Background: an optimization exercise with open tools, aiming at small area, a short achievable clock period and few clock cycles. Do not read the settings as production practice.
At most, simulation tests tie the RTL to the original design; equivalence was not proved.

Setup of pine:
==> flow/design.v (excerpt) <==
module cle_xu (
    input  wire        clk,
    input  wire        rst,           
    input  wire        in_valid,
    output reg         in_ready,
    input  wire [5:0]  in_op,
    input  wire [2:0]  in_sub,
    input  wire [4:0]  in_qs,         
    input  wire [31:0] in_a,
    input  wire [31:0] in_b,
    input  wire [31:0] in_c,
    output reg         out_valid,
    output reg  [31:0] out_result,
    output reg  [3:0]  out_flags,     
    output reg         out_pred
);
For scale: about 12,000 cells after synthesis, ~900 flip-flops, ~0.089 mm² of cells after synthesis.
==> flow/config.mk <==
export PLATFORM = sky130hd
export DESIGN_NAME = cle_xu
export DESIGN_NICKNAME = cle_xu
export VERILOG_FILES = /design/flow/design.v
export SDC_FILE = /design/flow/constraint.sdc
export NUM_CORES = 4
export LEC_CHECK = 0
export ABC_AREA = 1
export CAP_MARGIN = 30
export CORE_MARGIN = 2
export CORE_UTILIZATION = 50
export SLEW_MARGIN = 30
==> flow/constraint.sdc <==
create_clock -name core_clock -period 32.0 [get_ports {clk}]
set_input_delay 6.4000 -clock core_clock [delete_from_list [all_inputs] [get_ports {clk}]]
set_output_delay 6.4000 -clock core_clock [all_outputs]
set_load 0.01 [all_outputs]
standard.sh (not shown) runs the stock make flow with config.mk's settings and CLKGATE_MAP_FILE= SYNTH_SCRIPT=/design/flow/synth_recipe.tcl, a recipe that flattens the netlist after the stock synthesis.
==> flow/flow/run.sh <==
#!/bin/bash
set -uo pipefail
export SETUP_SLACK_MARGIN=24.4
export BUFFER_PORTS_ARGS="-buffer_cell sky130_fd_sc_hd__buf_2"
bash standard.sh > standard_flow.log 2>&1
Testbench counts of pine, summed over its fixed seeds: cycles 90,420.
Modified inputs, birch compared to pine
--- a/flow/design.v
+++ b/flow/design.v
@@ -169,52 +169,51 @@
             dv_q   <= {dw[15:0], 16'd0};
             dv_neg <= dneg;
             dv_top <= dv_eq;
         end else if (dv_busy) begin
             dv_cnt <= dv_cnt - 4'd1;
             dv_r   <= st2[32:2];
             dv_q   <= {dv_q[27:0], st1[1:0], st2[1:0]};
         end
     end
     reg        v1;
     reg [63:0] s1, c1;
-    reg [4:0]  qs1;
+    reg [4:0]  sh1;           
     reg [5:0]  k1;
-    reg        shen1, issub1, useacc1, wracc1, clr1, accr1, sat_en1;
+    reg        issub1, useacc1, wracc1, clr1, accr1, sat_en1;
     reg [1:0]  idx1;
     reg        satf1, pred1, div0f1;
     reg        dvc1;          
     always @(posedge clk) begin
         v1      <= ((v0 & ~dv_load) | dv_done) & ~rst;
         dvc1    <= dv_done;
         s1      <= dv_done ? {dv_y, 31'd0} :
                    mulop   ? pp_s : {x_small, 31'd0};
         c1      <= (mulop & ~dv_done) ? pp_c : 64'd0;
-        qs1     <= qs0;
+        sh1     <= (~dv_done & (o_mac | o_msu | o_accw)) ? {~qs0[4], qs0[3:0]} : 5'd16;
         k1      <= dv_done ? 6'd31 : k_a;
-        shen1   <= ~dv_done & (o_mac | o_msu | o_accw);
         issub1  <= ~dv_done & o_msu;
         useacc1 <= ~dv_done & (o_mac | o_msu | o_accr);
         wracc1  <= ~dv_done & (o_mac | o_msu | o_accw);
         clr1    <= ~dv_done & o_accr & sub0[2];
         accr1   <= ~dv_done & o_accr;
         sat_en1 <= dv_done | ~(o_mac | o_msu | o_accw);
         idx1    <= sub0[1:0];
         satf1   <= ~dv_done & (o_clmp | o_rate) & sub0[0] & (gt_hi | lt_lo);
         pred1   <= ~dv_done & o_cmp & cmp_res;
         div0f1  <= ~dv_done & o_div & dz;
     end
     wire [63:0] p1;
     cle_xu_add #(64) u_cpa (.a(s1), .b({c1[63:31], c1[30] | (dvc1 & dv_c), c1[29:0]}),
                             .cin(1'b0), .s(p1), .cout());
-    wire [4:0]  sh5    = shen1 ? {~qs1[4], qs1[3:0]} : 5'd16;
+    wire [4:0]  sh5    = sh1;
     wire        psg    = p1[63];
     wire [64:0] ws0;
     wire [66:0] ws1;
     wire [70:0] ws2;
     wire [78:0] ws3;
     wire [89:15] w;
     generate
         for (g = 0; g <= 64; g = g + 1) begin : gw0
             if (g == 0)       assign ws0[g] = ~sh5[0] & p1[0];
             else if (g == 64) assign ws0[g] = psg;
             else              assign ws0[g] = sh5[0] ? p1[g - 1] : p1[g];
Findings:
- Cell count: birch lower than pine
- Going from pine to birch, wire length of the first global-routing pass increased by 5900 µm relative to the old numbers, height of the die moved down, number of cell rows lost about 0.65%, final critical-path required period went up.
- The synthesized area divided by synthesized cell count reported for birch is greater than that of pine by 0.11 µm².
- Compared to pine, birch has synthesized-area fraction occupied by adder cells 0.19 points higher.
- Relative to pine, the global placement routability congestion measured on birch has increased by a few percent.
The RTL of birch was laid out without a check of its function.

separate check: timing with driven ports:
In the flow no input, the clock included, has a driving cell. The finished layouts below were timed again as built, in two steps. Step 1 (the two cells are an assumption about what drives the block):
set clk [get_ports {clk}]
set_driving_cell -lib_cell sky130_fd_sc_hd__clkbuf_16 $clk
set_driving_cell -lib_cell sky130_fd_sc_hd__buf_2 [delete_from_list [all_inputs] $clk]
Step 2 adds t to the input delays and takes it off the output delays; t is the mean of the earliest and latest rising clock arrival at the registers after step 1. Input paths then give back, and output paths get back, about the clock's delay inside the block. Slacks: ideal / step 1 / step 2; pairs: ideal / step 1.
| run | t, ns | slack for setup (ns) | worst hold slack (ns) | clock arrival spread, ns |
|---|---|---|---|---|
| pine | 0.873 | 24.392 / 24.291 / 24.537 | 0.313 / 0.313 / 0.313 | 0.059 / 0.059 |
| birch | 0.867 | 24.324 / 24.228 / 24.344 | 0.303 / 0.303 / 0.303 | 0.087 / 0.087 |
After both steps setup and hold are still met in every run listed.
